Source: an optimization exercise on an open RTL-to-GDS flow (aim: small area, a short achievable clock period and few clock cycles). Production flows keep margins and buffers that such runs may drop. Function was checked by simulation only, so behaviour that the tests miss may differ from the original. No activity file was given, so power comes from the tool's default toggle rates.

==> flow/design.v <==
module bx8_compress (
    input  wire [31:0] x,
    output wire [14:0] w
);
    wire [7:0]  ex  = x[30:23];
    wire        nrm = (ex != 8'd0);
    wire [23:0] sig = {nrm, x[22:0]};
    reg [23:0] pre;
    integer i;
    always @* begin
        pre[23] = sig[23];
        for (i = 22; i >= 0; i = i - 1)
            pre[i] = pre[i+1] | sig[i];
    end
    reg [4:0] lz;
    always @* begin
        lz = 5'd0;
        for (i = 0; i < 24; i = i + 1)
            if (sig[i]) lz = 5'd23 - i[4:0];
    end
    wire [23:0] ss = sig << lz;           
    wire [8:0]  e9 = nrm ? {1'b0, ex} : pre[0] ? (9'd1 - {4'd0, lz}) : 9'h1E1;
    wire [3:0]  fk = ss[22:19];
    wire        st = |(sig[18:0] & pre[23:5]);    
    assign w = {x[31], e9, fk, st};
endmodule
module bx8_elem_round (
    input  wire [14:0] w,
    input  wire [9:0]  k,
    input  wire [1:0]  fmt,
    output wire [7:0]  code,
    output wire        inexact,
    output wire        underflow,
    output wire        saturate
);
    wire       s    = w[14];
    wire [8:0] e9   = w[13:5];
    wire [3:0] f    = w[4:1];
    wire       st   = w[0];
    wire       zero = (e9 == 9'h1E1);
    wire       fj4  = (fmt == 2'd1);
    wire       fj8g = (fmt == 2'd3);
    wire [9:0] d    = {e9[8], e9} - k;            
    wire       tiny = d[9];
    reg  [2:0] t;
    always @* begin
        if (!tiny)
            t = 3'd0;
        else if (d[8:3] != 6'h3F)
            t = 3'd6;
        else case (d[2:0])
            3'd7:    t = 3'd1;
            3'd6:    t = 3'd2;
            3'd5:    t = 3'd3;
            3'd4:    t = 3'd4;
            3'd3:    t = 3'd5;
            default: t = 3'd6;
        endcase
    end
    reg [4:0] ext;
    reg       sx;
    always @* begin
        if (fj4)       begin ext = {3'b001, f[3:2]};  sx = f[1] | f[0] | st; end
        else if (fj8g) begin ext = {2'b01, f[3:1]};   sx = f[0] | st;        end
        else           begin ext = {1'b1, f};         sx = st;               end
    end
    wire [10:0] sh      = {ext, 6'd0} >> t;
    wire [3:0]  kept    = sh[10:7];
    wire        rnd     = sh[6];
    wire        stk     = sx | (|sh[5:0]);
    wire [4:0]  rounded = {1'b0, kept} + {4'd0, rnd & (stk | kept[0])};
    reg [6:0] bsh;
    reg       big;
    always @* begin
        if (fj4)       begin bsh = {4'd0, d[1:0], 1'b0}; big = (d[8:2] != 7'd0); end
        else if (fj8g) begin bsh = {d[4:0], 2'b0};       big = (d[8:5] != 4'd0); end
        else           begin bsh = {d[3:0], 3'b0};       big = (d[8:4] != 5'd0); end
        if (tiny) begin bsh = 7'd0; big = 1'b0; end
    end
    wire [7:0] cmag = {1'b0, bsh} + {3'd0, rounded};
    wire       sat  = big | (fj4 ? (cmag[7:3] != 5'd0) : cmag[7]);
    wire [6:0] mag  = sat ? (fj4 ? 7'h07 : 7'h7F) : cmag[6:0];
    assign code      = (zero || mag == 7'd0) ? 8'h00
                     : fj4 ? {4'h0, s, mag[2:0]} : {s, mag};
    assign inexact   = !zero & (rnd | stk | sat);
    assign underflow = !zero & tiny & (rnd | stk);
    assign saturate  = !zero & sat;
endmodule
module bx8_scale_key (
    input  wire [30:0] x,
    input  wire [1:0]  fmt,
    output reg  [8:0]  key
);
    wire [22:0] f = x[22:0];
    always @* begin
        case (fmt)
            2'd1:    key = {x[30:23], f[22] & (|f[21:0])};
            2'd3:    key = {x[30:23], (&f[22:21]) & (|f[20:0])};
            default: key = {x[30:23], (&f[22:20]) & (|f[19:0])};
        endcase
    end
endmodule
module bx8_choose_scale (
    input  wire [8:0]  key,
    input  wire [1:0]  fmt,
    output wire [7:0]  bx8
);
    reg [4:0] c;                   
    always @* begin
        case (fmt)
            2'd1:    c = key[0] ? 5'd1  : 5'd2;
            2'd3:    c = key[0] ? 5'd15 : 5'd16;
            default: c = key[0] ? 5'd7  : 5'd8;
        endcase
    end
    wire [8:0] t = {1'b0, key[8:1]} - {4'd0, c};
    assign bx8 = t[8] ? 8'h00 : t[7:0];
endmodule
module bx8_quant (
    input  wire        clk,
    input  wire        rst,         
    input  wire        in_valid,
    output wire        in_ready,
    input  wire [31:0] in_data,     
    input  wire [1:0]  in_fmt,      
    input  wire        in_given,    
    input  wire [7:0]  in_scale,    
    output wire        out_valid,
    input  wire        out_ready,
    output wire [7:0]  out_code,    
    output wire [7:0]  out_bx8,     
    output wire        out_last,    
    output wire [3:0]  out_flags    
);
    localparam integer N  = 67;     
    localparam integer RP = 64;     
    localparam integer W  = 15;     
    function [6:0] inc7(input [6:0] x);
        reg c; integer i;
        begin
            c = 1'b1;
            for (i = 0; i < 7; i = i + 1) begin inc7[i] = x[i] ^ c; c = c & x[i]; end
        end
    endfunction
    function [6:0] dec7(input [6:0] x);
        reg b; integer i;
        begin
            b = 1'b1;
            for (i = 0; i < 7; i = i + 1) begin dec7[i] = x[i] ^ b; b = b & ~x[i]; end
        end
    endfunction
    reg        in_ready_r;
    reg [5:0]  aidx;               
    reg        rin_v, rin_first, rin_last, rin_last_d;
    reg [31:0] rin_d;              
    reg [1:0]  fmt_l;              
    reg        giv_l;
    reg [7:0]  scl_l;
    assign in_ready = in_ready_r;
    wire fire = in_valid & in_ready_r;
    always @(posedge clk) begin
        rin_d <= in_data;
        if (fire & (aidx == 6'd0)) begin
            fmt_l <= in_fmt;
            giv_l <= in_given;
            scl_l <= in_scale;
        end
    end
    reg  [W*N-1:0] ring;
    wire [W-1:0]   comp;
    bx8_compress u_comp (.x(rin_d), .w(comp));
    always @(posedge clk)
        ring <= {ring[W*(N-1)-1:0], rin_v ? comp : ring[W*N-1 -: W]};
    reg [8:0]  key_run;            
    reg        nf_l;               
    wire [8:0] key_x;
    bx8_scale_key u_key (.x(rin_d[30:0]), .fmt(fmt_l), .key(key_x));
    wire       nf_x      = &rin_d[30:23];
    wire [8:0] key_run_n = (rin_first || key_x > key_run) ? key_x : key_run;
    wire       nf_n      = nf_x | (nf_l & ~rin_first);
    always @(posedge clk) begin
        if (rin_v) begin
            key_run <= key_run_n;
            nf_l    <= nf_n;
        end
    end
    reg        wp;                 
    reg        rb;                 
    reg [1:0]  nrdy;               
    reg [7:0]  e0, e1;             
    reg [1:0]  p0_fmt, p1_fmt;
    reg        p0_nf, p1_nf;
    wire [7:0] e_auto;
    bx8_choose_scale u_sc (.key(key_run_n), .fmt(fmt_l), .bx8(e_auto));
    wire [7:0] e_blk = nf_n ? 8'hFF : giv_l ? scl_l : e_auto;
    always @(posedge clk) begin
        if (rin_last & ~wp) begin
            e0     <= e_blk;
            p0_fmt <= fmt_l;
            p0_nf  <= nf_n;
        end
        if (rin_last & wp) begin
            e1     <= e_blk;
            p1_fmt <= fmt_l;
            p1_nf  <= nf_n;
        end
    end
    wire [7:0] rb_e   = rb ? e1 : e0;
    wire [1:0] rb_fmt = rb ? p1_fmt : p0_fmt;
    wire       rb_nf  = rb ? p1_nf : p0_nf;
    reg [6:0]  wd;                 
    reg [6:0]  cnt;                
    wire [6:0] cnt_p = inc7(cnt);
    wire [6:0] cnt_m = dec7(cnt);
    wire [6:0] aidx_x = inc7({1'b0, aidx});
    wire [5:0] aidx_p = aidx_x[5:0];
    reg [2:0]  facc;               
    reg        ov;
    reg [7:0]  o_code, o_bx8;
    reg        o_last;
    reg [3:0]  o_flags;
    wire [6:0] wd_m  = (wd == 7'd0) ? N - 1 : dec7(wd);
    wire       ralign = (cnt == wd_m) | ((cnt == N) & (wd == 7'd1));
    wire rcan    = ralign & (nrdy != 2'd0);
    wire oload   = ~ov | out_ready;
    wire rd      = rcan & oload;
    wire rd_last = (cnt[5:0] == aidx_p);
    wire bdone   = rd & rd_last;
    wire       rb_n = bdone ? ~rb : rb;
    wire [9:0] k0   = {2'd0, e0} - ((p0_fmt == 2'd1) ? 10'd0 : (p0_fmt == 2'd3) ? 10'd14 : 10'd6);
    wire [9:0] k1   = {2'd0, e1} - ((p1_fmt == 2'd1) ? 10'd0 : (p1_fmt == 2'd3) ? 10'd14 : 10'd6);
    reg  [9:0] kc;
    always @(posedge clk)
        kc <= rb_n ? k1 : k0;
    wire [W-1:0] rword = ring[W*RP +: W];
    wire [7:0] el_code;
    wire       el_inx, el_unf, el_sat;
    bx8_elem_round u_round (
        .w(rword), .k(kc), .fmt(rb_fmt),
        .code(el_code), .inexact(el_inx), .underflow(el_unf), .saturate(el_sat)
    );
    wire [2:0] el_fl = {el_sat, el_unf, el_inx};
    wire [6:0] cnt_n = fire ? (rd ? cnt : cnt_p) : (rd ? cnt_m : cnt);
    wire       lt0   = (cnt < N);           
    wire       lt1   = (cnt < N - 1);
    wire       ok_n  = fire ? (rd ? lt0 : lt1) : (rd | lt0);
    wire [1:0] nrdy_p = {nrdy[1] ^ nrdy[0], ~nrdy[0]};
    wire [1:0] nrdy_m = {nrdy[1] ^ ~nrdy[0], ~nrdy[0]};
    always @(posedge clk) begin
        if (rst) begin
            in_ready_r <= 1'b1;
            aidx       <= 6'd0;
            rin_v      <= 1'b0;
            rin_first  <= 1'b0;
            rin_last   <= 1'b0;
            rin_last_d <= 1'b0;
            wd         <= 7'd0;
            cnt        <= 7'd0;
            wp         <= 1'b0;
            rb         <= 1'b0;
            nrdy       <= 2'd0;
            facc       <= 3'd0;
            ov         <= 1'b0;
        end else begin
            rin_v      <= fire;
            rin_first  <= fire & (aidx == 6'd0);
            rin_last   <= fire & (aidx == 6'd63);
            rin_last_d <= rin_last;
            if (fire)
                aidx <= aidx_p;
            wd         <= fire ? 7'd0 : (wd == 7'd0) ? N - 1 : dec7(wd);
            cnt        <= cnt_n;
            in_ready_r <= (fire | (wd == 7'd1)) & ok_n;
            if (rin_last)
                wp <= ~wp;
            if (bdone)
                rb <= ~rb;
            nrdy <= rin_last_d ? (bdone ? nrdy : nrdy_p) : (bdone ? nrdy_m : nrdy);
            if (oload & rcan)
                facc <= rd_last ? 3'd0 : (facc | el_fl);
            if (oload)
                ov <= rcan;
        end
    end
    always @(posedge clk) begin
        if (oload) begin
            o_code  <= rb_nf ? ((rb_fmt == 2'd1) ? 8'h00 : 8'h80) : el_code;
            o_bx8   <= rb_e;
            o_last  <= rd_last;
            o_flags <= rb_nf ? 4'b1000 : {1'b0, facc | el_fl};
        end
    end
    assign out_valid = ov;
    assign out_code  = o_code;
    assign out_bx8   = o_bx8;
    assign out_last  = o_last;
    assign out_flags = o_flags;
endmodule
==> flow/flow/run.sh <==
#!/bin/bash
# The standard layout, with the port buffers made from buf_4 cells instead of
# the resizer's default pick (a delay cell), and the resizer's timing repair
# asked to keep extra setup slack, so that it also works on paths that meet
# the clock period already.
set -euo pipefail
export BUFFER_PORTS_ARGS="-buffer_cell sky130_fd_sc_hd__buf_4"
export SETUP_SLACK_MARGIN=18.9
bash standard.sh > standard.log 2>&1
==> flow/standard.sh <==
#!/bin/bash
# synth_recipe.tcl (not shown) runs the flow's synth.tcl, then flattens the netlist and writes it again
# the make line also repeats each setting of config.mk as NAME=value (left out here)
make -C /OpenROAD-flow-scripts/flow DESIGN_CONFIG=/design/flow/config.mk WORK_HOME=/design/flow/orfs CLKGATE_MAP_FILE= SYNTH_SCRIPT=/design/flow/synth_recipe.tcl "${@:-finish}"
==> flow/config.mk <==
export PLATFORM = sky130hd
export DESIGN_NAME = bx8_quant
export DESIGN_NICKNAME = bx8_quant
export VERILOG_FILES = /design/flow/design.v
export SDC_FILE = /design/flow/constraint.sdc
export NUM_CORES = 4
export LEC_CHECK = 0
export CAP_MARGIN = 20
export CORE_MARGIN = 2
export CORE_UTILIZATION = 67
export CTS_CLUSTER_DIAMETER = 64
export CTS_CLUSTER_SIZE = 32
export PLACE_DENSITY = 0.8
export SLEW_MARGIN = 20
==> flow/constraint.sdc <==
create_clock -name core_clock -period 25.0 [get_ports {clk}]
set_input_delay 5.0000 -clock core_clock [delete_from_list [all_inputs] [get_ports {clk}]]
set_output_delay 5.0000 -clock core_clock [all_outputs]
set_load 0.01 [all_outputs]
==> results of run 1 <==
-- final timing paths --
check	to	cells past startpoint	slack [ns]	start
worst max-delay path	out_code[0]	1	18.82	o_code[0]$_SDFFCE_PP0P_
worst min register to register	ring[189]$_DFF_P_	0	0.31	ring[174]$_DFF_P_
worst min-delay path	ring[189]$_DFF_P_	0	0.31	ring[174]$_DFF_P_
worst max register to register	o_code[3]$_SDFFCE_PP0P_	24	19.24	ring[965]$_DFF_P_
-- Yosys cell counts, types with 14 or more instances --
library cell and number:
a21oi_1 69, nand2_1 92, nand3_1 21, ha_1 44
o21ai_0 51, nor2_1 112, nor3_1 18, nand2b_1 18
inv_1 57, nor2b_1 14, dfxtp_1 1079, clkbuf_1 33
mux2i_1 30, xnor2_1 31, edfxtp_1 64, mux2_2 26
xor2_1 21
-- layer usage --
metal / vias up / wire (um)
met4: 0 / 1285
met1: 6758 / 22880
met5: - / 0
met3: 88 / 2133
li1: 6934 / -
met2: 365 / 23880
-- state kept, by name, summed over array words and instances (netlist names), 7 cells and up --
| signal | flops |
|---|---|
| key_run | 9 |
| o_code | 8 |
| ring | 1005 |
| cnt | 7 |
| wd | 7 |
| rin_d | 32 |
| o_bx8 | 8 |
| e0 | 8 |
| kc | 9 |
| e1 | 8 |
| scl_l | 8 |
-- report_power, final --
part	internal (mW)	switching [mW]	leakage, nW
Sequential	1.95	0.0462	9.48
Clock	0.375	0.545	0.710
Combinational	0.0673	0.0826	2.80
Total	2.40	0.674	13.0
-- through the flow --
| stage | cell area (um2) | setup WS [ns] |
|---|---|---|
| 3_5_place_dp | 30390 | 18.23 |
| 3_3_place_gp | 30390 | 18.26 |
| 2_1_floorplan | 29280 | 18.64 |
| 6_report | 32010 | 18.82 |
| 5_1_grt | 32010 | 18.77 |
| 4_1_cts | 31930 | 18.77 |
-- what timing repair did --
item,in CTS,in global routing
pin swaps,0,1
buffers inserted,3,1
cloned,0,0
gates resized for setup,18,16
setup endpoints to repair,37,52
-- kinds of logic (layout without fill, tap and decap cells) --
logic type               after synthesis  count (layout)  synth area share
multiplexers                          57              57           0.02109
adder cells (fa/ha/maj)               49              49           0.02229
AND/OR/NAND/NOR                      353             353           0.05855
flip-flops                          1143            1143            0.8059
buffers and inverters                 99             203           0.01320
AO/OA/AOI/OAI                        267             267           0.06284
XOR/XNOR                              53              53           0.01616
-- area by class of cell --
| type | instances | area, um2 |
|---|---|---|
| Clock buffer | 52 | 1236 |
| Clock inverter | 14 | 224.0 |
| Fill cell | 2559 | 11060 |
| Inverter | 58 | 217.7 |
| Multi-Input combinational cell | 779 | 5406 |
| Sequential cell | 1143 | 23530 |
| Tap cell | 585 | 732.0 |
| Timing Repair Buffer | 79 | 671.9 |
==> summary.md, run 1 <==
| Metric | Value |
|---|---|
| # DRC | 0 |
| Gr usage total | 0.2248 |
| Yosys reg bits | 1143 |
| Gpl congestion | 0.8440 |
| Count of hold buffers inserted by post-cts repair | 0 |
| Sequential cell area fraction in the yosys report | 0.8059 |
| Clk sinks | 1143 |
| Setup total negative slack | 0 ns |
| Vias in the first global route | 14.26k |
| Max_cap viols | 0 |
| Rel. slew slack | 0.3928 |
| Crit path DAT | 1.18 ns |
| Worst setup EP type | primary output |
| Maximum fanout along the worst path | 1 |
| Routed WL | 50180 um |
| Gr busiest metal | met2 |
| Starting DRT DRC Count | 1152 |
| Max Slew Vio Count | 0 |
| Fin cells | 2710 |
| Net Count, Synth | 2117 |
| Hold Fails Final Rpt | 0 |
| Period utilization | 0.2473 |
| Slowest cell on the critical path | edfxtp_1 |
| WP data required | 20.00 ns |
| CP max stage delay | 0.43 ns |
| Commonest cells after routing, fill and taps aside | dfxtp_1, nor2_1, nand2_1 |
| Final Total Pwr | 3.070 mW |
| Fraction of layout cells with a size suffix above 1 | 0.09929 |
| Async set or reset register ratio after synthesis | 0 |
| Clock Tree Buf Depth | 3 |
| Antenna-violating nets left | 0 |
| Drt pass-1 iters | 5 |
| Die width | 212.7 um |
| CTS clk-pin slew, worst paths | 0.11 ns |
| Synth Cell Area | 0.02919 mm2 |
| Die Ht | 212.7 um |
| IO Port Bufs | 69 |
| Layout Area Growth over Synthesis | 9.675% |
| P per Cell Area | 95.90 mW/mm2 |
| Maximum number of pins on one net before global-route repair | 37 |
| Worst path cell trace | buf_6 |
| Mean routed wirelength per cell | 18.52 um |
| ANT cells | 0 |
| Cts bufs inserted | 46 |
| Worst IR Drop VDD | 0.08473 mV |
| Initial antenna violation count | 1 |
| Worst slew pin tran | 0.9096 ns |
| Post-synth top area cell | dfxtp_1 |
| Post-layout util | 0.7432 |
| Met1 GRT Util | 0.3098 |
| Fmax | 161.7 MHz |
| Leakage | 12.98 nW |
| Worst hold-check path type | reg -> reg |
| Final #Nets | 2203 |
| Outcome | finished clean |
| CP top delay family | flip-flops |
| Syn_area_per_cell | 14.44 um2 |
| Ports | 70 |
| Root Buffer | clkbuf_16 |
| Via-to-Cell Ratio | 5.220 |
| Worst-skew pair later-pin latency | 0.62 ns |
| RSZ-0062 raised after global routing | yes |
| Crit path buf inv count | 1 |
| Via count | 14.15k |
| GRT overflow | 0 |
| Hold slack final | 0.3050 ns |
| Largest cells by area after synthesis | dfxtp_1, edfxtp_1, ha_1 |
| Setup-failing EPs final | 0 |
| CTS tree | yes |
| Met2 usage | 0.3729 |
| Commonest non-fill, non-tap cell in the layout | dfxtp_1 |
| CP Class | reg -> out |
| Core Area | 0.04308 mm2 |
| Starting Density | 0.6776 |
| Warnings from Yosys | 5 |
| Die area | 0.04525 mm2 |
| Clock Skews | 0.03390 ns |
| Rows | 76 |
| Most used DFF post-synth | dfxtp_1 |
| Placed wire-length estimate | 32330 um |
| Dpl cells | 2640 |
| First-pass GRT wire length | 77760 um |
| Number of flops mapped to enable cells by yosys | 64 |
| Met3 Use GR | 0.03074 |
| Cell variety after synth | 84 |
| Final min period | 6.183 ns |
| Post-synth top area share | 0.7400 |
| H-tree levels | 2 |
| Cells after Synth | 2021 |
| CP Launch Type | register |
Testbench counts, summed over its fixed seeds: cycles 16,920.
==> run 2, diff against run 1 <==
==> flow/flow/run.sh (replaced) <==
#!/bin/bash
# The standard layout, with these changes:
# - the port buffers are made from buf_4 cells instead of the resizer's
#   default pick (a delay cell), and after global placement the data-input
#   ones, which drive one flip-flop each, become buf_1 (flow/small_inbuf.tcl);
# - the resizer's timing repair is asked to keep extra setup slack, so that
#   it also works on paths that meet the clock period already.
set -euo pipefail
export BUFFER_PORTS_ARGS="-buffer_cell sky130_fd_sc_hd__buf_4"
export POST_GLOBAL_PLACE_TCL="$(pwd)/flow/small_inbuf.tcl"
export SETUP_SLACK_MARGIN=18.9
bash standard.sh > standard.log 2>&1
==> flow/flow/small_inbuf.tcl (new file) <==
# After global placement: the port buffers of the data inputs, which each
# drive a single flip-flop, are made buf_1 instead of buf_4. The handshake
# and reset inputs keep theirs. The resizer's later repair still sizes any
# of them up if timing needs it.
set n_small 0
foreach inst [get_cells input*] {
  if { [get_property $inst ref_name] != "sky130_fd_sc_hd__buf_4" } { continue }
  set a [get_pins -of_objects $inst -filter "direction == input"]
  set net [get_full_name [get_nets -of_objects $a]]
  if { [regexp {^(in_data|in_fmt|in_given|in_scale)} $net] } {
    replace_cell $inst sky130_fd_sc_hd__buf_1
    incr n_small
  }
}
puts "small_inbuf: $n_small input buffers made buf_1"
--- a/flow/config.mk
+++ b/flow/config.mk
@@ -9,6 +9,6 @@
 export CORE_MARGIN = 2
-export CORE_UTILIZATION = 67
+export CORE_UTILIZATION = 72
 export CTS_CLUSTER_DIAMETER = 64
 export CTS_CLUSTER_SIZE = 32
-export PLACE_DENSITY = 0.8
+export PLACE_DENSITY = 0.85
 export SLEW_MARGIN = 20
==> run 2 against run 1 <==
Total power grew 0.62%. Sequential share of layout area grew 0.27 points. Global-route usage grew 6.3 points. Clock skew shrank 0.0093 ns. Die area shrank 6.8%. Largest cell class unchanged.
==> summary.md, run 2 <==
| Metric | Value |
|---|---|
| H-tree levels | 2 |
| Placed wire-length estimate | 36570 um |
| Routed WL | 59340 um |
| Final #Nets | 2216 |
| Setup-failing EPs final | 0 |
| Count of hold buffers inserted by post-cts repair | 0 |
| Rel. slew slack | 0.3004 |
| Worst setup EP type | primary output |
| Post-synth top area share | 0.7400 |
| Final min period | 6.244 ns |
| Die width | 205.3 um |
| Starting Density | 0.7313 |
| Number of flops mapped to enable cells by yosys | 64 |
| WP data required | 20.00 ns |
| Fraction of layout cells with a size suffix above 1 | 0.08606 |
| Async set or reset register ratio after synthesis | 0 |
| Via count | 15.01k |
| Max_cap viols | 0 |
| Syn_area_per_cell | 14.44 um2 |
| Post-synth top area cell | dfxtp_1 |
| Yosys reg bits | 1143 |
| Warnings from Yosys | 5 |
| Commonest cells after routing, fill and taps aside | dfxtp_1, nor2_1, nand2_1 |
| Count leader, synth | dfxtp_1 |
| Antenna-violating nets left | 0 |
| Rows | 73 |
| Worst slew pin tran | 1.046 ns |
| Drt pass-1 iters | 5 |
| Cell variety after synth | 84 |
| Worst hold-check path type | reg -> reg |
| Fmax | 160.2 MHz |
| Worst IR Drop VDD | 0.08328 mV |
| Crit path DAT | 1.24 ns |
| Sequential cell area fraction in the yosys report | 0.8059 |
| Cells after Synth | 2021 |
| Clk sinks | 1143 |
| Net Count, Synth | 2117 |
| Post-layout util | 0.7991 |
| IO Port Bufs | 69 |
| Dpl cell area | 0.03015 mm2 |
| Fillers | 2041 |
| Initial antenna violation count | 4 |
| Via-to-Cell Ratio | 5.636 |
| Vias in the first global route | 15.41k |
| Die area | 0.04217 mm2 |
| Gr usage total | 0.2877 |
| Starting DRT DRC Count | 1496 |
| Core Area | 0.03991 mm2 |
| Slowest cell on the critical path | edfxtp_1 |
| Hold slack final | 0.3163 ns |
| # DRC | 0 |
| Hold Fails Final Rpt | 0 |
| Layout Area Growth over Synthesis | 9.276% |
| Setup total negative slack | 0 ns |
| Synth Cell Area | 0.02919 mm2 |
| CTS clk-pin slew, worst paths | 0.11 ns |
| Commonest cells in the netlist | dfxtp_1, nor2_1, nand2_1 |
| CP max stage delay | 0.47 ns |
| Clock Tree Buf Depth | 3 |
| Root Buffer | clkbuf_16 |
| Maximum fanout along the worst path | 1 |
| P per Cell Area | 96.85 mW/mm2 |
| RSZ-0062 raised after global routing | yes |
| Final Total Pwr | 3.089 mW |
| Leading registers by flop count | ring (1005), rin_d (32) |
| Worst path cell trace | buf_6 |
| Largest cells by area after synthesis | dfxtp_1, edfxtp_1, ha_1 |
| Final instance area | 0.03190 mm2 |
| Worst-skew pair later-pin latency | 0.64 ns |
| Clock Skews | 0.02463 ns |
| Max Slew Vio Count | 0 |
| Leakage | 12.90 nW |
| Most used DFF post-synth | dfxtp_1 |
| CP Launch Type | register |
| Crit path buf inv count | 1 |
| CP Class | reg -> out |
| Commonest non-fill, non-tap cell in the layout | dfxtp_1 |
| Maximum number of pins on one net before global-route repair | 37 |
| Biggest register | ring |
| First-pass GRT wire length | 90500 um |
| Period utilization | 0.2498 |
| Mean routed wirelength per cell | 22.28 um |
| CTS tree | yes |
| Cts bufs inserted | 45 |
| Ports | 70 |
| CP top delay family | flip-flops |
| Outcome | finished clean |
| Max FFs per register | 1005 |
| Die Ht | 205.3 um |
| GRT overflow | 0 |
==> run 2: final timing paths <==
kind,to,start,slack (ns),cells after the start
worst max-delay path,out_bx8[2],o_bx8[2]$_DFFE_PP_,18.76,1
worst max register to register,o_code[7]$_DFFE_PP_,ring[969]$_DFF_P_,19.13,22
worst min register to register,ring[829]$_DFF_P_,ring[814]$_DFF_P_,0.32,0
worst min-delay path,ring[829]$_DFF_P_,ring[814]$_DFF_P_,0.32,0
==> run 2: report_power, final <==
group | switching [mW] | total, mW | internal, mW
registers | 0.0508 | 2.00 | 1.95
logic | 0.0862 | 0.152 | 0.0662
clock network | 0.552 | 0.932 | 0.381
==> run 2: per-layer routing <==
metal	GRT usage	part of all wire	up-vias
li1	-	-	6967
met1	0.3638	0.40	7164
met2	0.4942	0.50	668
met3	0.04973	0.062	210
met4	0.1161	0.046	4
met5	0	0.00045	-
==> run 2: kinds of logic after synthesis <==
logic type	Yosys count	share of synthesized area
simple gates	353	0.05855
mux	57	0.02109
buf+inv	99	0.01320
xor+xnor	53	0.01616
flops	1143	0.8059
compound gates	267	0.06284
fa+ha+maj	49	0.02229
==> run 2: through the flow <==
step	worst slack, ns	cells
floorplan	18.64	2021
global placement	18.26	2580
detailed placement	18.17	2580
CTS	18.74	2648
global route	18.72	2663
finish	18.76	2664
==> run 2: cell type report <==
type,count,area [um2],area share
clock inverters,13,207.7,0.006512
well taps,525,656.9,0.02059
clock buffers,52,1216,0.03813
multi-input cells,779,5448,0.1708
inverters,58,217.7,0.006825
diodes,1,2.502,0.00007845
flip-flops and latches,1143,23530,0.7375
repair buffers,93,623.1,0.01953
==> run 2: timing repair <==
action	in CTS	in global routing
pin swaps	1	4
resized for setup	28	16
setup buffers	3	15
hold endpoints to repair	0	0
endpoints found under the setup margin	51	51
==> run 3, diff against run 2 <==
--- a/flow/flow/run.sh
+++ b/flow/flow/run.sh
@@ -10,3 +10,3 @@
 export POST_GLOBAL_PLACE_TCL="$(pwd)/flow/small_inbuf.tcl"
-export SETUP_SLACK_MARGIN=18.9
+export SETUP_SLACK_MARGIN=18.5
 bash standard.sh > standard.log 2>&1
--- a/flow/config.mk
+++ b/flow/config.mk
@@ -9,6 +9,6 @@
 export CORE_MARGIN = 2
-export CORE_UTILIZATION = 72
+export CORE_UTILIZATION = 67
 export CTS_CLUSTER_DIAMETER = 64
 export CTS_CLUSTER_SIZE = 32
-export PLACE_DENSITY = 0.85
+export PLACE_DENSITY = 0.8
 export SLEW_MARGIN = 20
==> run 3 against run 2 <==
Hold slack lost 0.0091 ns. Via count is 5.2% lower. Core utilization down 6.5 points. Area after synthesis unchanged. Critical path type unchanged. Highest routed layer unchanged.
==> summary.md, run 3 <==
| Metric | Value |
|---|---|
| Routed WL | 51320 um |
| Most used DFF post-synth | dfxtp_1 |
| Max Slew Vio Count | 0 |
| Placed wire-length estimate | 32410 um |
| Antenna-violating nets left | 0 |
| Post-CTS Setup Bufs | 0 |
| Slowest cell on the critical path | edfxtp_1 |
| Post-Synth XOR/XNOR Area | 0.01616 |
| Warnings from Yosys | 5 |
| CP top delay family | flip-flops |
| Worst slew pin tran | 1.067 ns |
| ANT cells | 0 |
| Worst setup EP type | primary output |
| Clock Tree Buf Depth | 3 |
| Combinational power share | 0.046 |
| Vias in the first global route | 14.11k |
| Worst IR Drop VDD | 0.08425 mV |
| CTS clk-pin slew, worst paths | 0.11 ns |
| Largest family of logic cells by synthesized area | compound AO/OA/AOI/OAI gates |
| Mux cell area share after synthesis | 0.02109 |
| Final min period | 6.280 ns |
| Commonest cells after routing, fill and taps aside | dfxtp_1, nor2_1, nand2_1 |
| Starting Density | 0.6776 |
| Max FFs per register | 1005 |
| Ports | 70 |
| Yosys reg bits | 1143 |
| Die width | 212.7 um |
| Fraction of layout cells with a size suffix above 1 | 0.07035 |
| CP Depth | 1 |
| Syn_area_per_cell | 14.44 um2 |
| Clk sinks | 1143 |
| GRT overflow | 0 |
| # DRC | 0 |
| P per Cell Area | 96.42 mW/mm2 |
| Compound-gate portion of the synthesized area | 0.06284 |
| Count of hold buffers inserted by post-cts repair | 0 |
| P_sw | 0.6747 mW |
| Post-layout util | 0.7338 |
| Cell variety after synth | 84 |
| Worst R2R Path Depth | 25 |
| Setup total negative slack | 0 ns |
| Critical Path End | out_bx8[1] |
| Worst path cell trace | buf_4 |
| Drt pass-1 iters | 6 |
| Commonest non-fill, non-tap cell in the layout | dfxtp_1 |
| Via-to-Cell Ratio | 5.266 |
| Sequential Power Share | 0.656 |
| WP data required | 20.00 ns |
| Net Count, Synth | 2117 |
| Setup-failing EPs final | 0 |
| Dpl cell area | 0.03017 mm2 |
| Maximum number of pins on one net before global-route repair | 37 |
| Commonest cells in the netlist | dfxtp_1, nor2_1, nand2_1 |
| Clock Skews | 0.03263 ns |
| Sw frac | 0.2214 |
| Leakage | 12.71 nW |
| CP Class | reg -> out |
| H-tree levels | 2 |
| Worst-skew pair later-pin latency | 0.63 ns |
| Gr usage total | 0.2303 |
| Max_cap viols | 0 |
| Crit path buf inv count | 1 |
| Post-synth top area cell | dfxtp_1 |
| Internal power | 2.373 mW |
| Rel. slew slack | 0.2820 |
| Cts bufs inserted | 46 |
| CTS tree | yes |
| Maximum fanout along the worst path | 1 |
| Leading registers by flop count | ring (1005), rin_d (32) |
| CP max stage delay | 0.48 ns |
| Biggest register | ring |
| FF-to-FF End | o_code[7]$_DFFE_PP_ |
| Worst r2r src | ring[965]$_DFF_P_ |
| Fmax | 159.2 MHz |
| Fillers | 2636 |
| Final worst slack | 18.72 ns |
| Final instance area | 0.03161 mm2 |
| Synth Cell Area | 0.02919 mm2 |
| CP startpoint | o_bx8[1]$_DFFE_PP_ |
| Final #Nets | 2198 |
| Core Area | 0.04308 mm2 |
| Crit path DAT | 1.28 ns |
| Outcome | finished clean |
| Starting DRT DRC Count | 1277 |
| Count leader, synth | dfxtp_1 |
| Clock share of power | 0.297 |
| R2R setup slack | 18.80 ns |
| Synth Area in Simple Gates | 0.05855 |
| Die Ht | 212.7 um |
| CP Launch Type | register |
| RSZ-0062 raised after global routing | yes |
| Die area | 0.04525 mm2 |
| Root Buffer | clkbuf_16 |
| Async set or reset register ratio after synthesis | 0 |
| IO Port Bufs | 69 |
| Mean routed wirelength per cell | 18.99 um |
| Via count | 14.23k |
| Cells after Synth | 2021 |
| Largest cells by area after synthesis | dfxtp_1, edfxtp_1, ha_1 |
| Sequential cell area fraction in the yosys report | 0.8059 |
| Rows | 76 |
| Worst hold-check path type | reg -> reg |
| First-pass GRT wire length | 79290 um |
| Layout Area Growth over Synthesis | 8.286% |
| Initial antenna violation count | 2 |
| Hold Fails Final Rpt | 0 |
| Period utilization | 0.2512 |
| Pre-CTS setup slack | 17.58 ns |
| Adder-Cell Fraction of Synth Area | 0.02229 |
| Post-synth top area share | 0.7400 |
| Number of flops mapped to enable cells by yosys | 64 |
run 3: worst min-delay path by stage:
stage                      startpoint            endpoint  slack [ns]  cells past startpoint
finish               ring[23]$_DFF_P_    ring[38]$_DFF_P_        0.31                      0
global route        ring[246]$_DFF_P_   ring[261]$_DFF_P_        0.32                      0
CTS                 ring[246]$_DFF_P_   ring[261]$_DFF_P_        0.32                      0
detailed placement  ring[177]$_DFF_P_   ring[192]$_DFF_P_        0.31                      0
global placement    ring[941]$_DFF_P_   ring[956]$_DFF_P_        0.31                      0
floorplan           ring[985]$_DFF_P_  ring[1000]$_DFF_P_        0.31                      0
run 3: power by group through the flow:
stage	clock (mW)	sequential (mW)	combinational, mW
floorplan	0	2.01	0.110
global placement	0	2.03	0.139
detailed placement	0	2.04	0.140
CTS	0.925	2.00	0.141
global route	0.979	2.01	0.158
finish	0.906	2.00	0.141
run 3: through the flow:
step	power, mW	cells	hold WS [ns]
5_1_grt	3.148	2703	0.3170
3_5_place_dp	2.179	2639	0.3121
3_3_place_gp	2.169	2639	0.3101
4_1_cts	3.069	2703	0.3183
2_1_floorplan	2.125	2021	0.3096
6_report	3.048	2703	0.3072
run 3: timing repair:
action                                  CTS  global route
resized for setup                         3             5
endpoints found under the hold margin     0             0
endpoints found under the setup margin   18            14
run 3: area by class of cell:
cell class / instances / area, um2 / area share
clock inverter: 13 / 235.2 / 0.007442
tap: 585 / 732.0 / 0.02316
clock buffer: 51 / 1170 / 0.03701
multi-input combinational: 779 / 5336 / 0.1688
timing repair buffer: 74 / 394.1 / 0.01247
inverter: 58 / 217.7 / 0.006888
sequential: 1143 / 23520 / 0.7442
run 3: cells by family after synthesis:
family,after synthesis
simple gates,353
fa+ha+maj,49
flops,1143
mux,57
xor+xnor,53
buf+inv,99
compound gates,267
run 3: routing by layer:
| layer | global-route usage | wire length (um) | vias up |
|---|---|---|---|
| li1 | - | - | 6915 |
| met1 | 0.3115 | 23130 | 6817 |
| met2 | 0.3873 | 24740 | 396 |
| met3 | 0.03545 | 2189 | 103 |
| met4 | 0.06945 | 1252 | 2 |
| met5 | 0 | 13 | - |
==> run 4, diff against run 3 <==
--- a/flow/flow/run.sh
+++ b/flow/flow/run.sh
@@ -10,3 +10,3 @@
 export POST_GLOBAL_PLACE_TCL="$(pwd)/flow/small_inbuf.tcl"
-export SETUP_SLACK_MARGIN=18.5
+export SETUP_SLACK_MARGIN=18.2
 bash standard.sh > standard.log 2>&1
==> run 4 against run 3 <==
Sequential power barely moved. Still clean. Design area is the same. Clock power increased by 0.8%. Count of clock-buffer cells in the layout unchanged. First-iteration DRC count is 5.4% lower. Register-to-register slack better by 0.17 ns.
==> summary.md, run 4 <==
| Metric | Value |
|---|---|
| Mean routed wirelength per cell | 19.12 um |
| Gr usage total | 0.2341 |
| Final Total Pwr | 3.056 mW |
| Via count | 14.13k |
| Final min period | 6.504 ns |
| Period utilization | 0.2602 |
| Worst path cell trace | buf_4 -> nand2b_4 -> nor2b_2 -> nand2_1 -> xor2_4 -> mux2_2 |
| Maximum fanout along the worst path | 23 |
| Cts bufs inserted | 46 |
| Worst hold-check path type | reg -> reg |
| Clk sinks | 1143 |
| Placed wire-length estimate | 32940 um |
| Crit path buf inv count | 1 |
| Count leader, synth | dfxtp_1 |
| Combinational power share | 0.046 |
| Maximum number of pins on one net before global-route repair | 37 |
| Die area | 0.04525 mm2 |
| WP data required | 25.50 ns |
| Crit path DAT | 7.01 ns |
| Setup total negative slack | 0 ns |
| Fillers | 2644 |
| Core Area | 0.04308 mm2 |
| P per Cell Area | 96.68 mW/mm2 |
| Slowest cell on the critical path | xor2_4 |
| H-tree levels | 2 |
| Via-to-Cell Ratio | 5.227 |
| Starting DRT DRC Count | 1208 |
| RSZ-0062 raised after global routing | no |
| Most used DFF post-synth | dfxtp_1 |
| Hold Fails Final Rpt | 0 |
| Ports | 70 |
| Warnings from Yosys | 5 |
| Die width | 212.7 um |
| CTS tree | yes |
| Rows | 76 |
| Cells after Synth | 2021 |
| Post-CTS resize count | 2 |
| Dpl cells | 2639 |
| Net Count, Synth | 2117 |
| Clock share of power | 0.299 |
| Root Buffer | clkbuf_16 |
| Met3 Use GR | 0.04207 |
| Sequential Power Share | 0.655 |
| Worst setup EP type | register |
| Post-synth top area cell | dfxtp_1 |
| Worst-skew pair later-pin latency | 0.62 ns |
| Worst IR Drop VDD | 0.09133 mV |
| Cell variety after synth | 84 |
| Max_cap viols | 0 |
| Sequential cell area fraction in the yosys report | 0.8059 |
| Fmax | 153.8 MHz |
| Syn_area_per_cell | 14.44 um2 |
| Clock Tree Buf Depth | 3 |
| Async set or reset register ratio after synthesis | 0 |
| Leakage | 12.71 nW |
| Post-synth top area share | 0.7400 |
| Commonest non-fill, non-tap cell in the layout | dfxtp_1 |
| Rel. slew slack | 0.2744 |
| Internal power | 2.379 mW |
| Setup-failing EPs final | 0 |
| Outcome | finished clean |
| Max FFs per register | 1005 |
| Initial antenna violation count | 3 |
| Count of hold buffers inserted by post-cts repair | 0 |
| Die Ht | 212.7 um |
| Worst slew pin tran | 1.084 ns |
| Final instance area | 0.03161 mm2 |
| Fraction of layout cells with a size suffix above 1 | 0.06988 |
| Met2 usage | 0.3935 |
| Synth Cell Area | 0.02919 mm2 |
| Commonest cells after routing, fill and taps aside | dfxtp_1, nor2_1, nand2_1 |
| Antenna-violating nets left | 0 |
| Leading registers by flop count | ring (1005), rin_d (32) |
| Biggest register | ring |
| Routed WL | 51690 um |
| CTS clk-pin slew, worst paths | 0.11 ns |
| CP top delay family | simple AND/OR/NAND/NOR gates |
| Yosys reg bits | 1143 |
| Vias in the first global route | 14.27k |
| GRT overflow | 0 |
| Clock Skews | 0.03159 ns |
| Starting Density | 0.6776 |
| Sw frac | 0.2216 |
| Max Slew Vio Count | 0 |
| Largest cells by area after synthesis | dfxtp_1, edfxtp_1, ha_1 |
| CP Class | in -> reg |
| Dpl cell area | 0.03016 mm2 |
| P_sw | 0.6771 mW |
| Drt pass-1 iters | 5 |
| Fin cells | 2704 |
| Number of flops mapped to enable cells by yosys | 64 |
| Commonest cells in the netlist | dfxtp_1, nor2_1, nand2_1 |
| Met1 GRT Util | 0.3102 |
| Post-CTS Setup Bufs | 0 |
| CP max stage delay | 0.47 ns |
| Final #Nets | 2198 |
| CP Launch Type | primary input |
| IO Port Bufs | 69 |
| # DRC | 0 |
| Gr busiest metal | met2 |
| Layout Area Growth over Synthesis | 8.286% |
| First-pass GRT wire length | 80210 um |
[run 4: power by group through the flow]
stage,Sequential [mW],Combinational [mW],Clock (mW)
floorplan,2.01,0.110,0
global placement,2.03,0.137,0
detailed placement,2.04,0.140,0
CTS,2.00,0.141,0.932
global route,2.01,0.157,0.989
finish,2.00,0.142,0.913
[run 4: stage by stage]
| stage | hold WS (ns) | utilization | setup WS, ns |
|---|---|---|---|
| detailed placement | 0.3121 | 0.7001 | 17.33 |
| global route | 0.3158 | 0.7337 | 18.32 |
| CTS | 0.3227 | 0.7334 | 18.22 |
| finish | 0.3150 | 0.7338 | 18.50 |
| global placement | 0.3102 | 0.7038 | 17.40 |
| floorplan | 0.3096 | - | 18.21 |
[run 4: area by class of cell]
type	instances	area [um2]	area share
Clock inverter	13	229.0	0.007244
Multi-Input combinational cell	779	5319	0.1683
Timing Repair Buffer	74	394.1	0.01247
Sequential cell	1143	23520	0.7442
Antenna cell	1	2.502	0.00007917
Tap cell	585	732.0	0.02316
Inverter	58	217.7	0.006888
Clock buffer	51	1191	0.03769
[run 4: logic make-up after synthesis]
logic type                 count (synthesis)  share of synthesized area
AOI/OAI and AO/OA                        267                    0.06284
xor gates and xnor gates                  53                    0.01616
adders and majority gates                 49                    0.02229
buffers and inverters                     99                    0.01320
DFF                                     1143                     0.8059
muxes                                     57                    0.02109
and+or+nand+nor                          353                    0.05855
[run 4: routing by layer]
metal,share of wire,up-vias
li1,-,6913
met1,0.44,6753
met2,0.48,371
met3,0.049,97
met4,0.029,0
met5,0,-
[run 4: worst reg2reg max path: stages, from the launching register on]
cell and delay, ns:
dfxtp_1 0.33, inv_1 0.06, ha_1 0.15, inv_1 0.06, fa_1 0.45, a211o_1 0.33
and2_1 0.17, o311ai_2 0.32, nand2_2 0.26, or2_1 0.36, o21ai_2 0.39, nor2_1 0.07
a21oi_1 0.13, nor2_1 0.05, a31oi_1 0.16, nor2_1 0.10, fa_1 0.46, a21oi_1 0.15
nor2_1 0.07, nor2_2 0.26, nor2_1 0.10, a31oi_1 0.19, o21ai_0 0.09, o31a_1 0.12
o21ai_0 0.31, o2111ai_1 0.17, and4bb_4 0.39, o22ai_1 0.09
[run 4: final timing paths]
| check | startpoint | end | slack, ns | cells after the start |
|---|---|---|---|---|
| hold reg to reg | ring[170]$_DFF_P_ | ring[185]$_DFF_P_ | 0.31 | 0 |
| hold / removal | ring[170]$_DFF_P_ | ring[185]$_DFF_P_ | 0.31 | 0 |
| setup / recovery | out_ready | kc[2]$_DFF_P_ | 18.50 | 6 |
| setup reg to reg | ring[965]$_DFF_P_ | o_code[7]$_DFFE_PP_ | 18.97 | 27 |
==> run 5, diff against run 4 <==
--- a/flow/flow/run.sh
+++ b/flow/flow/run.sh
@@ -10,3 +10,3 @@
 export POST_GLOBAL_PLACE_TCL="$(pwd)/flow/small_inbuf.tcl"
-export SETUP_SLACK_MARGIN=18.2
+export SETUP_SLACK_MARGIN=18.9
 bash standard.sh > standard.log 2>&1
==> run 5 against run 4 <==
Routed wire length decreased by 3.5%. Register-to-register slack better by 0.27 ns. First-iteration DRC count down 11%. Still clean. Count of clock-buffer cells in the layout is 2 lower. Worst setup slack better by 0.30 ns. Non-clock buffer count rose by 10. Hold slack got worse by 0.0057 ns. Design area is 0.67% higher.
==> summary.md, run 5 <==
| Metric | Value |
|---|---|
| Outcome | finished clean |
| Max FFs per register | 1005 |
| CTS clk-pin slew, worst paths | 0.11 ns |
| Die width | 212.7 um |
| Max Slew Vio Count | 0 |
| Root Buffer | clkbuf_16 |
| Most used DFF post-synth | dfxtp_1 |
| Rows | 76 |
| Multi-input logic area | 0.005431 mm2 |
| Layout Area Growth over Synthesis | 9.014% |
| Max_cap viols | 0 |
| Commonest cells after routing, fill and taps aside | dfxtp_1, nor2_1, nand2_1 |
| WP data required | 20.00 ns |
| Sequential Power Share | 0.657 |
| Cells after Synth | 2021 |
| Via-to-Cell Ratio | 5.199 |
| Biggest register | ring |
| Rel. slew slack | 0.3669 |
| CTS tree | yes |
| Routed WL | 49860 um |
| Worst-skew pair later-pin latency | 0.63 ns |
| Fmax | 161.2 MHz |
| Largest cells by area after synthesis | dfxtp_1, edfxtp_1, ha_1 |
| Fillers | 2593 |
| Clock Tree Buf Depth | 3 |
| Leading registers by flop count | ring (1005), rin_d (32) |
| Starting DRT DRC Count | 1073 |
| Worst slew pin tran | 0.9484 ns |
| Initial antenna violation count | 3 |
| Count leader, synth | dfxtp_1 |
| Warnings from Yosys | 5 |
| Via count | 14.11k |
| Sw frac | 0.2194 |
| Antenna-violating nets left | 0 |
| Crit path buf inv count | 1 |
| Cts bufs inserted | 45 |
| Setup-failing EPs final | 0 |
| Clk sinks | 1143 |
| Net Count, Synth | 2117 |
| Synth Cell Area | 0.02919 mm2 |
| RSZ-0062 raised after global routing | yes |
| Crit path DAT | 1.20 ns |
| Post-synth top area share | 0.7400 |
| Core Area | 0.04308 mm2 |
| GRT overflow | 0 |
| Starting Density | 0.6776 |
| Clock Skews | 0.03348 ns |
| Async set or reset register ratio after synthesis | 0 |
| Worst hold-check path type | reg -> reg |
| Setup total negative slack | 0 ns |
| CP top delay family | flip-flops |
| Final #Nets | 2207 |
| Cell variety after synth | 84 |
| P per Cell Area | 95.62 mW/mm2 |
| # DRC | 0 |
| Combinational power share | 0.048 |
| Sequential cell area fraction in the yosys report | 0.8059 |
| Clock share of power | 0.295 |
| Syn_area_per_cell | 14.44 um2 |
| Maximum number of pins on one net before global-route repair | 37 |
| Hold Fails Final Rpt | 0 |
| Number of flops mapped to enable cells by yosys | 64 |
| Post-synth top area cell | dfxtp_1 |
| Register area | 0.02353 mm2 |
| Internal power | 2.375 mW |
| Worst setup EP type | primary output |
| Final min period | 6.204 ns |
| CP max stage delay | 0.44 ns |
| Die area | 0.04525 mm2 |
| Commonest non-fill, non-tap cell in the layout | dfxtp_1 |
| H-tree levels | 2 |
| Yosys reg bits | 1143 |
| Vias in the first global route | 14.29k |
| Drt pass-1 iters | 5 |
| IO Port Bufs | 69 |
| CP Launch Type | register |
| Post-layout util | 0.7387 |
| Commonest cells in the netlist | dfxtp_1, nor2_1, nand2_1 |
| Period utilization | 0.2482 |
| Placed wire-length estimate | 32270 um |
| CP Class | reg -> out |
| First-pass GRT wire length | 78120 um |
| Count of hold buffers inserted by post-cts repair | 0 |
| Maximum fanout along the worst path | 1 |
| Slowest cell on the critical path | edfxtp_1 |
| Ports | 70 |
| Die Ht | 212.7 um |
| Final Total Pwr | 3.043 mW |
| P_sw | 0.6677 mW |
| Leakage | 12.82 nW |
| Worst IR Drop VDD | 0.07817 mV |
| Fraction of layout cells with a size suffix above 1 | 0.07942 |
| Mean routed wirelength per cell | 18.37 um |
| Worst path cell trace | buf_6 |
| Gr usage total | 0.2245 |
| Hold slack final | 0.3092 ns |
[run 5: area by class of cell]
class	count	area share
tap	585	0.02300
antenna	1	0.00007864
clock buffer	49	0.03586
sequential	1143	0.7393
timing repair buffer	84	0.01722
inverter	58	0.006842
multi-input combinational	779	0.1707
clock inverter	15	0.006999
[run 5: timing repair]
| action | CTS | global route |
|---|---|---|
| endpoints found under the setup margin | 36 | 40 |
| resized for setup | 20 | 16 |
| pin swaps | 0 | 1 |
| setup buffers | 4 | 4 |
[run 5: kinds of logic (layout without fill, tap and decap cells)]
logic type / after synthesis / after routing / share of synthesized area
simple gates: 353 / 353 / 0.05855
buf+inv: 99 / 206 / 0.01320
fa+ha+maj: 49 / 49 / 0.02229
other cells: 0 / 1 / 0
flops: 1143 / 1143 / 0.8059
xor+xnor: 53 / 53 / 0.01616
compound gates: 267 / 267 / 0.06284
mux: 57 / 57 / 0.02109
[run 5: power groups by stage]
| stage | registers, mW | logic (mW) | clock network [mW] |
|---|---|---|---|
| global placement | 2.03 | 0.144 | 0 |
| finish | 2.00 | 0.147 | 0.897 |
| global route | 2.01 | 0.166 | 0.974 |
| detailed placement | 2.04 | 0.144 | 0 |
| floorplan | 2.01 | 0.111 | 0 |
| CTS | 2.00 | 0.146 | 0.915 |
[run 5: worst paths after layout]
kind,cells after the start,to,slack (ns),from
worst max register to register,27,o_code[7]$_DFFE_PP_,19.24,ring[965]$_DFF_P_
worst min register to register,0,ring[23]$_DFF_P_,0.31,ring[8]$_DFF_P_
worst min-delay path,0,ring[23]$_DFF_P_,0.31,ring[8]$_DFF_P_
worst max-delay path,1,out_code[0],18.80,o_code[0]$_SDFFCE_PP0P_
[run 5: stage by stage]
step,setup slack [ns],instance area [um2],cells
after CTS,18.77,31690,2708
after detailed placement,18.23,30230,2640
after global routing,18.75,31820,2713
after floorplan,18.64,29280,2021
final,18.80,31820,2714
after global placement,18.26,30390,2640
[run 5: metal layers]
layer,global-route usage,part of all wire,vias up
met3,0.03545,0.045,69
met1,0.3126,0.46,6761
met5,0,0,-
met4,0.06897,0.023,0
met2,0.3659,0.47,340
li1,-,-,6939
==> run 6, diff against run 5 <==
--- a/flow/flow/run.sh
+++ b/flow/flow/run.sh
@@ -10,3 +10,3 @@
 export POST_GLOBAL_PLACE_TCL="$(pwd)/flow/small_inbuf.tcl"
-export SETUP_SLACK_MARGIN=18.9
+export SETUP_SLACK_MARGIN=18.75
 bash standard.sh > standard.log 2>&1
==> run 6 against run 5 <==
Flip-flop and latch count is the same. Sequential power is essentially flat. Fmax grew 0.11%. Count of clock-buffer cells in the layout is the same. First-iteration DRC count grew 21%. Clock power grew 2%. Design area shrank 0.31%. Synthesized cell count is the same. Non-clock buffer count shrank 6. Highest routed layer unchanged. Routed wire length grew 6.3%. Critical path type unchanged. Total power grew 0.85%.
==> summary.md, run 6 <==
| Metric | Value |
|---|---|
| Core Area | 0.04308 mm2 |
| Fin cells | 2707 |
| Mean routed wirelength per cell | 19.58 um |
| Die area | 0.04525 mm2 |
| Leakage | 12.78 nW |
| CP Launch Type | register |
| Rows | 76 |
| Max_cap viols | 0 |
| Worst Hold Endpoint | ring[233]$_DFF_P_ |
| FF-to-FF End | o_code[7]$_DFFE_PP_ |
| Worst hold-check path type | reg -> reg |
| Gr usage total | 0.2408 |
| # DRC | 0 |
| Rel. slew slack | 0.2374 |
| Crit path DAT | 1.20 ns |
| Clock Skews | 0.04176 ns |
| Starting Density | 0.6776 |
| RSZ-0062 raised after global routing | no |
| R2R setup slack | 19.11 ns |
| Synth Cell Area | 0.02919 mm2 |
| Synth Area in Simple Gates | 0.05855 |
| Slowest cell on the critical path | edfxtp_1 |
| Clk sinks | 1143 |
| Combinational power share | 0.050 |
| Largest cells by area after synthesis | dfxtp_1, edfxtp_1, ha_1 |
| Cts bufs inserted | 46 |
| Post-synth top area share | 0.7400 |
| Post-layout util | 0.7364 |
| CTS tree | yes |
| GRT overflow | 0 |
| Maximum fanout along the worst path | 1 |
| Worst slew pin tran | 1.140 ns |
| Sw frac | 0.2244 |
| Worst setup EP type | primary output |
| Compound-gate portion of the synthesized area | 0.06284 |
| Antenna-violating nets left | 0 |
| Adder-Cell Fraction of Synth Area | 0.02229 |
| Post-synth top area cell | dfxtp_1 |
| Most used DFF post-synth | dfxtp_1 |
| Routed WL | 53010 um |
| Syn_area_per_cell | 14.44 um2 |
| Hold Fails Final Rpt | 0 |
| Number of flops mapped to enable cells by yosys | 64 |
| H-tree levels | 2 |
| Internal power | 2.380 mW |
| Setup total negative slack | 0 ns |
| Mux cell area share after synthesis | 0.02109 |
| IO Port Bufs | 69 |
| Biggest register | ring |
| Dpl cells | 2640 |
| CP Class | reg -> out |
| CP max stage delay | 0.41 ns |
| Period utilization | 0.2479 |
| Clock share of power | 0.298 |
| P_sw | 0.6887 mW |
| Commonest non-fill, non-tap cell in the layout | dfxtp_1 |
| CP startpoint | o_bx8[1]$_DFFE_PP_ |
| Fmax | 161.4 MHz |
| Worst IR Drop VDD | 0.08003 mV |
| Cells after Synth | 2021 |
| Post-Synth XOR/XNOR Area | 0.01616 |
| Warnings from Yosys | 5 |
| Worst hold path startpoint | ring[218]$_DFF_P_ |
| Async set or reset register ratio after synthesis | 0 |
| Leading registers by flop count | ring (1005), rin_d (32) |
| Sequential Power Share | 0.652 |
| Via-to-Cell Ratio | 5.214 |
| Outcome | finished clean |
| Worst R2R Path Depth | 27 |
| Worst r2r src | ring[965]$_DFF_P_ |
| Commonest cells in the netlist | dfxtp_1, nor2_1, nand2_1 |
| Die Ht | 212.7 um |
| Final min period | 6.197 ns |
| Worst path cell trace | buf_4 |
| Fraction of layout cells with a size suffix above 1 | 0.07540 |
| Hold path depth | 0 |
| Layout Area Growth over Synthesis | 8.680% |
| CP top delay family | flip-flops |
| Worst-skew pair later-pin latency | 0.63 ns |
| Die width | 212.7 um |
| Max FFs per register | 1005 |
| Maximum number of pins on one net before global-route repair | 37 |
| Count leader, synth | dfxtp_1 |
| ANT cells | 0 |
| Net Count, Synth | 2117 |
| Max Slew Vio Count | 0 |
| Via count | 14.11k |
| Clock Tree Buf Depth | 3 |
| Placed wire-length estimate | 33680 um |
| Cell variety after synth | 84 |
| Initial antenna violation count | 1 |
| Drt pass-1 iters | 8 |
| Commonest cells after routing, fill and taps aside | dfxtp_1, nor2_1, nand2_1 |
| First-pass GRT wire length | 81900 um |
| CTS clk-pin slew, worst paths | 0.12 ns |
| Root Buffer | clkbuf_16 |
| Sequential cell area fraction in the yosys report | 0.8059 |
| P per Cell Area | 96.74 mW/mm2 |
| Vias in the first global route | 14.31k |
| Setup-failing EPs final | 0 |
| WP data required | 20.00 ns |
| Yosys reg bits | 1143 |
| Starting DRT DRC Count | 1303 |
| Ports | 70 |
| Final #Nets | 2202 |
| Largest family of logic cells by synthesized area | compound AO/OA/AOI/OAI gates |
| Count of hold buffers inserted by post-cts repair | 0 |
| Crit path buf inv count | 1 |
[run 6: cell counts after synthesis]
Identical to the previous run, type by type.
[run 6: worst max path at each step]
stage / end / slack (ns) / cells after the start
after detailed placement: kc[0]$_DFF_P_ / 17.90 / 6
after CTS: out_bx8[1] / 18.76 / 1
after floorplan: kc[0]$_DFF_P_ / 18.64 / 6
after global placement: kc[2]$_DFF_P_ / 17.94 / 6
after global routing: e1[6]$_DFFE_PP_ / 18.73 / 27
final: out_bx8[1] / 18.80 / 1
[run 6: routing by layer]
layer,GRT usage,wire (um),vias to the layer above
met2,0.4029,25710,367
met4,0.07306,1418,0
met3,0.04736,2815,92
met5,0,0,-
li1,-,-,6947
met1,0.3201,23070,6707
[run 6: cell type report]
cell class	instances	area, um2
inverter	58	217.7
clock inverter	15	235.2
sequential	1143	23520
timing repair buffer	78	427.9
multi-input combinational	779	5404
clock buffer	49	1184
tap	585	732.0
fill	2618	11350
[run 6: kinds of logic (layout without fill, tap and decap cells)]
group / after synthesis / after routing
adder cells (fa/ha/maj): 49 / 49
multiplexers: 57 / 57
XOR/XNOR: 53 / 53
flip-flops: 1143 / 1143
AO/OA/AOI/OAI: 267 / 267
AND/OR/NAND/NOR: 353 / 353
buffers and inverters: 99 / 200
[run 6: per-stage QoR]
stage / instance area (um2) / power [mW] / hold WS [ns] / setup WS [ns]
6_report: 31720 / 3.069 / 0.3065 / 18.80
5_1_grt: 31720 / 3.172 / 0.3060 / 18.73
4_1_cts: 31620 / 3.085 / 0.3134 / 18.76
3_5_place_dp: 30200 / 2.188 / 0.3121 / 17.90
3_3_place_gp: 30360 / 2.178 / 0.3113 / 17.94
2_1_floorplan: 29240 / 2.125 / 0.3096 / 18.64
[run 6: what timing repair did]
action	CTS	global route
setup buffers	0	3
endpoints found under the setup margin	21	34
gates resized for setup	4	13
pin swaps	0	1
hold endpoints to repair	0	0
[run 6: power groups by stage]
| stage | Combinational, mW | Sequential (mW) | Clock (mW) |
|---|---|---|---|
| 5_1_grt | 0.171 | 2.01 | 0.990 |
| 2_1_floorplan | 0.110 | 2.01 | 0 |
| 6_report | 0.154 | 2.00 | 0.915 |
| 3_3_place_gp | 0.148 | 2.03 | 0 |
| 3_5_place_dp | 0.149 | 2.04 | 0 |
| 4_1_cts | 0.151 | 2.00 | 0.931 |
==> run 7, diff against run 6 <==
--- a/flow/design.v
+++ b/flow/design.v
@@ -189,11 +189,11 @@
     reg [1:0]  nrdy;               
-    reg [7:0]  e0, e1;             
+    reg [8:0]  p0_key, p1_key;     
+    reg        p0_giv, p1_giv;
     reg [1:0]  p0_fmt, p1_fmt;
     reg        p0_nf, p1_nf;
-    wire [7:0] e_auto;
-    bx8_choose_scale u_sc (.key(key_run_n), .fmt(fmt_l), .bx8(e_auto));
-    wire [7:0] e_blk = nf_n ? 8'hFF : giv_l ? scl_l : e_auto;
+    wire [8:0] key_blk = giv_l ? {1'b0, scl_l} : key_run_n;
     always @(posedge clk) begin
         if (rin_last & ~wp) begin
-            e0     <= e_blk;
+            p0_key <= key_blk;
+            p0_giv <= giv_l;
             p0_fmt <= fmt_l;
@@ -202,3 +202,4 @@
         if (rin_last & wp) begin
-            e1     <= e_blk;
+            p1_key <= key_blk;
+            p1_giv <= giv_l;
             p1_fmt <= fmt_l;
@@ -207,2 +208,7 @@
     end
+    wire [7:0] e_auto0, e_auto1;
+    bx8_choose_scale u_sc0 (.key(p0_key), .fmt(p0_fmt), .bx8(e_auto0));
+    bx8_choose_scale u_sc1 (.key(p1_key), .fmt(p1_fmt), .bx8(e_auto1));
+    wire [7:0] e0 = p0_giv ? p0_key[7:0] : e_auto0;
+    wire [7:0] e1 = p1_giv ? p1_key[7:0] : e_auto1;
     wire [7:0] rb_e   = rb ? e1 : e0;
@@ -287,3 +293,3 @@
             o_code  <= rb_nf ? ((rb_fmt == 2'd1) ? 8'h00 : 8'h80) : el_code;
-            o_bx8   <= rb_e;
+            o_bx8   <= rb_nf ? 8'hFF : rb_e;
             o_last  <= rd_last;
--- a/flow/flow/run.sh
+++ b/flow/flow/run.sh
@@ -10,3 +10,3 @@
 export POST_GLOBAL_PLACE_TCL="$(pwd)/flow/small_inbuf.tcl"
-export SETUP_SLACK_MARGIN=18.75
+export SETUP_SLACK_MARGIN=18.9
 bash standard.sh > standard.log 2>&1
==> run 7 against run 6 <==
Via count rose by 1.3%. Critical endpoint is now out_bx8[6]. Register-to-register slack improved by 0.16 ns. Critical path depth did not move. Clock skew fell by 0.020 ns. Total power fell by 2.2%. Combinational power fell by 29%. Die area rose by 0.93%. Still clean. Fmax barely moved. Hold slack improved by 0.015 ns. First-iteration DRC count fell by 23%. Routed wire length rose by 1.9%.
==> summary.md, run 7 <==
| Metric | Value |
|---|---|
| Dpl cells | 2638 |
| P_sw | 0.6550 mW |
| Max FFs per register | 1005 |
| H-tree levels | 2 |
| Combinational power share | 0.037 |
| Leakage | 12.81 nW |
| Maximum fanout along the worst path | 1 |
| Worst r2r src | ring[965]$_DFF_P_ |
| Die width | 213.7 um |
| Net Count, Synth | 2132 |
| Max Slew Vio Count | 0 |
| Worst path cell trace | buf_6 |
| Max_cap viols | 0 |
| Post-synth top area share | 0.7331 |
| Setup-failing EPs final | 0 |
| Worst slew pin tran | 0.7959 ns |
| Multi-input logic area | 0.005490 mm2 |
| CTS tree | yes |
| Period utilization | 0.2478 |
| Commonest cells in the netlist | dfxtp_1, nor2_1, nand2_1 |
| CP startpoint | o_bx8[6]$_SDFFCE_PP1P_ |
| Crit path buf inv count | 1 |
| Internal power | 2.348 mW |
| Antenna-violating nets left | 0 |
| Hold Fails Final Rpt | 0 |
| Slowest cell on the critical path | edfxtp_1 |
| P per Cell Area | 93.99 mW/mm2 |
| Fmax | 161.4 MHz |
| Post-Synth XOR/XNOR Area | 0.01809 |
| Via count | 14.30k |
| Maximum number of pins on one net before global-route repair | 37 |
| WP data required | 20.00 ns |
| CP top delay family | flip-flops |
| Clock Skews | 0.02223 ns |
| Setup total negative slack | 0 ns |
| Die area | 0.04567 mm2 |
| ANT cells | 0 |
| Leading registers by flop count | ring (1005), rin_d (32) |
| Mux cell area share after synthesis | 0.01936 |
| IO Port Bufs | 69 |
| Count of hold buffers inserted by post-cts repair | 0 |
| Most used DFF post-synth | dfxtp_1 |
| Sw frac | 0.2182 |
| Synth Cell Area | 0.02947 mm2 |
| Warnings from Yosys | 5 |
| Fin cells | 2706 |
| Adder-Cell Fraction of Synth Area | 0.02488 |
| Sequential Power Share | 0.663 |
| Commonest non-fill, non-tap cell in the layout | dfxtp_1 |
| Count leader, synth | dfxtp_1 |
| CP Depth | 1 |
| Post-synth top area cell | dfxtp_1 |
| Worst R2R Path Depth | 25 |
| Biggest register | ring |
| CTS clk-pin slew, worst paths | 0.11 ns |
| Drt pass-1 iters | 6 |
| Register area | 0.02365 mm2 |
| CP max stage delay | 0.44 ns |
| Largest family of logic cells by synthesized area | compound AO/OA/AOI/OAI gates |
| CP Launch Type | register |
| Cell variety after synth | 88 |
| Via-to-Cell Ratio | 5.285 |
| Fillers | 2593 |
| Async set or reset register ratio after synthesis | 0 |
| Final #Nets | 2208 |
| Core Area | 0.04327 mm2 |
| Clock share of power | 0.300 |
| Worst setup EP type | primary output |
| Syn_area_per_cell | 14.52 um2 |
| Rows | 76 |
| Synth Area in Simple Gates | 0.05346 |
| Layout Area Growth over Synthesis | 8.420% |
| Compound-gate portion of the synthesized area | 0.06713 |
| Starting DRT DRC Count | 1004 |
| Critical Path End | out_bx8[6] |
| Worst-skew pair later-pin latency | 0.63 ns |
| Initial antenna violation count | 2 |
| R2R setup slack | 19.27 ns |
| RSZ-0062 raised after global routing | yes |
| Placed wire-length estimate | 33770 um |
| Ports | 70 |
| Die Ht | 213.7 um |
| Largest cells by area after synthesis | dfxtp_1, edfxtp_1, ha_1 |
| Worst hold-check path type | reg -> reg |
| Commonest cells after routing, fill and taps aside | dfxtp_1, nor2_1, nand2_1 |
| Gr usage total | 0.2422 |
| Cts bufs inserted | 45 |
| GRT overflow | 0 |
| Fraction of layout cells with a size suffix above 1 | 0.07449 |
| FF-to-FF End | o_code[0]$_SDFFCE_PP0P_ |
| Vias in the first global route | 14.56k |
| CP Class | reg -> out |
| Root Buffer | clkbuf_16 |
| Number of flops mapped to enable cells by yosys | 68 |
| Yosys reg bits | 1147 |
| Cells after Synth | 2030 |
| Worst IR Drop VDD | 0.07967 mV |
| Mean routed wirelength per cell | 19.96 um |
| Clk sinks | 1147 |
| Routed WL | 54000 um |
| # DRC | 0 |
| Final worst slack | 18.80 ns |
| Sequential cell area fraction in the yosys report | 0.8024 |
| Outcome | finished clean |
| Pre-CTS setup slack | 18.28 ns |
| Crit path DAT | 1.20 ns |
| First-pass GRT wire length | 82780 um |
| Rel. slew slack | 0.4694 |
| Final min period | 6.196 ns |
| Clock Tree Buf Depth | 3 |
| Starting Density | 0.6810 |
## run 7: changes by cell type after synthesis, sizes merged, moves of 6 or more
cell / change
nor2: -15
a22oi: +9
a221o: -7
and3: -6
o21ai: -6
or2: +6
clkbuf: +7
## run 7: cells by family (layout without fill, tap and decap cells)
family,count (synthesis),in the layout
flip-flops,1147,1147
buffers and inverters,108,199
XOR/XNOR,60,60
adder cells (fa/ha/maj),55,55
AO/OA/AOI/OAI,277,277
multiplexers,54,54
AND/OR/NAND/NOR,329,329
## run 7: stage by stage
| stage | hold slack (ns) | cell area (um2) | power, mW | utilization |
|---|---|---|---|---|
| after floorplan | 0.3096 | 29530 | 2.090 | - |
| after global placement | 0.3100 | 30580 | 2.126 | 0.7069 |
| after detailed placement | 0.3121 | 30430 | 2.137 | 0.7033 |
| after CTS | 0.3210 | 31840 | 3.018 | 0.7360 |
| after global routing | 0.3247 | 31950 | 3.096 | 0.7384 |
| final | 0.3215 | 31950 | 3.003 | 0.7384 |
## run 7: metal layers
layer	share of wire	up-vias	wire, um	GRT usage
met5	0.00031	-	17	0
met4	0.028	2	1520	0.07352
met3	0.049	106	2620	0.04013
met2	0.49	409	26450	0.4180
met1	0.43	6839	23390	0.3163
li1	-	6944	-	-
## run 7: worst min-delay path by stage
stage / start / to / cells after the start
detailed placement: ring[985]$_DFF_P_ / ring[1000]$_DFF_P_ / 0
global route: ring[927]$_DFF_P_ / ring[942]$_DFF_P_ / 0
CTS: ring[482]$_DFF_P_ / ring[497]$_DFF_P_ / 0
finish: ring[224]$_DFF_P_ / ring[239]$_DFF_P_ / 0
global placement: ring[790]$_DFF_P_ / ring[805]$_DFF_P_ / 0
floorplan: ring[985]$_DFF_P_ / ring[1000]$_DFF_P_ / 0
## run 7: repair_timing
action | 4_1_cts | 5_1_grt
setup buffers | 1 | 5
endpoints found under the hold margin | 0 | 0
setup endpoints to repair | 34 | 36
gates resized for setup | 21 | 10
pin swaps | 0 | 3
cloned | 0 | 0
## run 7: area by class of cell
type	instances	share of cell area
inverter	58	0.006815
clock inverter	12	0.005640
clock buffer	50	0.03615
timing repair buffer	79	0.01649
tap	585	0.02291
sequential	1147	0.7401
multi-input combinational	775	0.1719
## run 7: power groups by stage
stage                     registers, mW  logic, mW  clock network, mW
after detailed placement           2.03      0.108                  0
after floorplan                    2.01     0.0841                  0
final                              1.99      0.110              0.902
after CTS                          1.99      0.110              0.915
after global placement             2.02      0.105                  0
after global routing               2.00      0.124              0.972
Testbench counts of run 7, summed over its fixed seeds: cycles 16,920.

-- what the ideal ports hide --
The flow's constraints put no driver on any port. The routed layouts listed below were extracted and timed again, unchanged, in two steps.
Step 1, drivers: a clkbuf_16 drives clk and a buf_2 each remaining input, both assumed.
Step 2 moves the port delays by t, midway between the first and last clock arrival at a register: inputs arrive t later, outputs are due t later. That takes back most of the time a late clock gives input paths.
Three values: ideal, step 1, step 2; two values: the first two.
run | t, ns | setup slack, ns | latest minus earliest clock arrival (ns) | slew at the worst register clock pin (ns) | cell pins on the clock port's net
run 1 | 0.660 | 18.817 / 18.762 / 18.420 | 0.039 / 0.040 | 0.12 / 0.12 | 1
run 2 | 0.675 | 18.756 / 18.700 / 18.342 | 0.035 / 0.035 | 0.12 / 0.12 | 1
run 3 | 0.672 | 18.720 / 18.661 / 18.071 | 0.039 / 0.039 | 0.12 / 0.12 | 1
run 4 | 0.663 | 18.496 / 18.528 / 17.865 | 0.033 / 0.033 | 0.11 / 0.11 | 1
run 5 | 0.663 | 18.796 / 18.742 / 18.352 | 0.037 / 0.036 | 0.11 / 0.11 | 1
run 6 | 0.665 | 18.803 / 18.747 / 18.272 | 0.043 / 0.043 | 0.12 / 0.12 | 1
run 7 | 0.672 | 18.804 / 18.748 / 18.304 | 0.031 / 0.032 | 0.12 / 0.12 | 1
After both steps setup and hold are still met in every run listed. The setup slack of run 3, which loses most, moves by -0.059 ns with the drivers and by -0.649 ns with both steps.
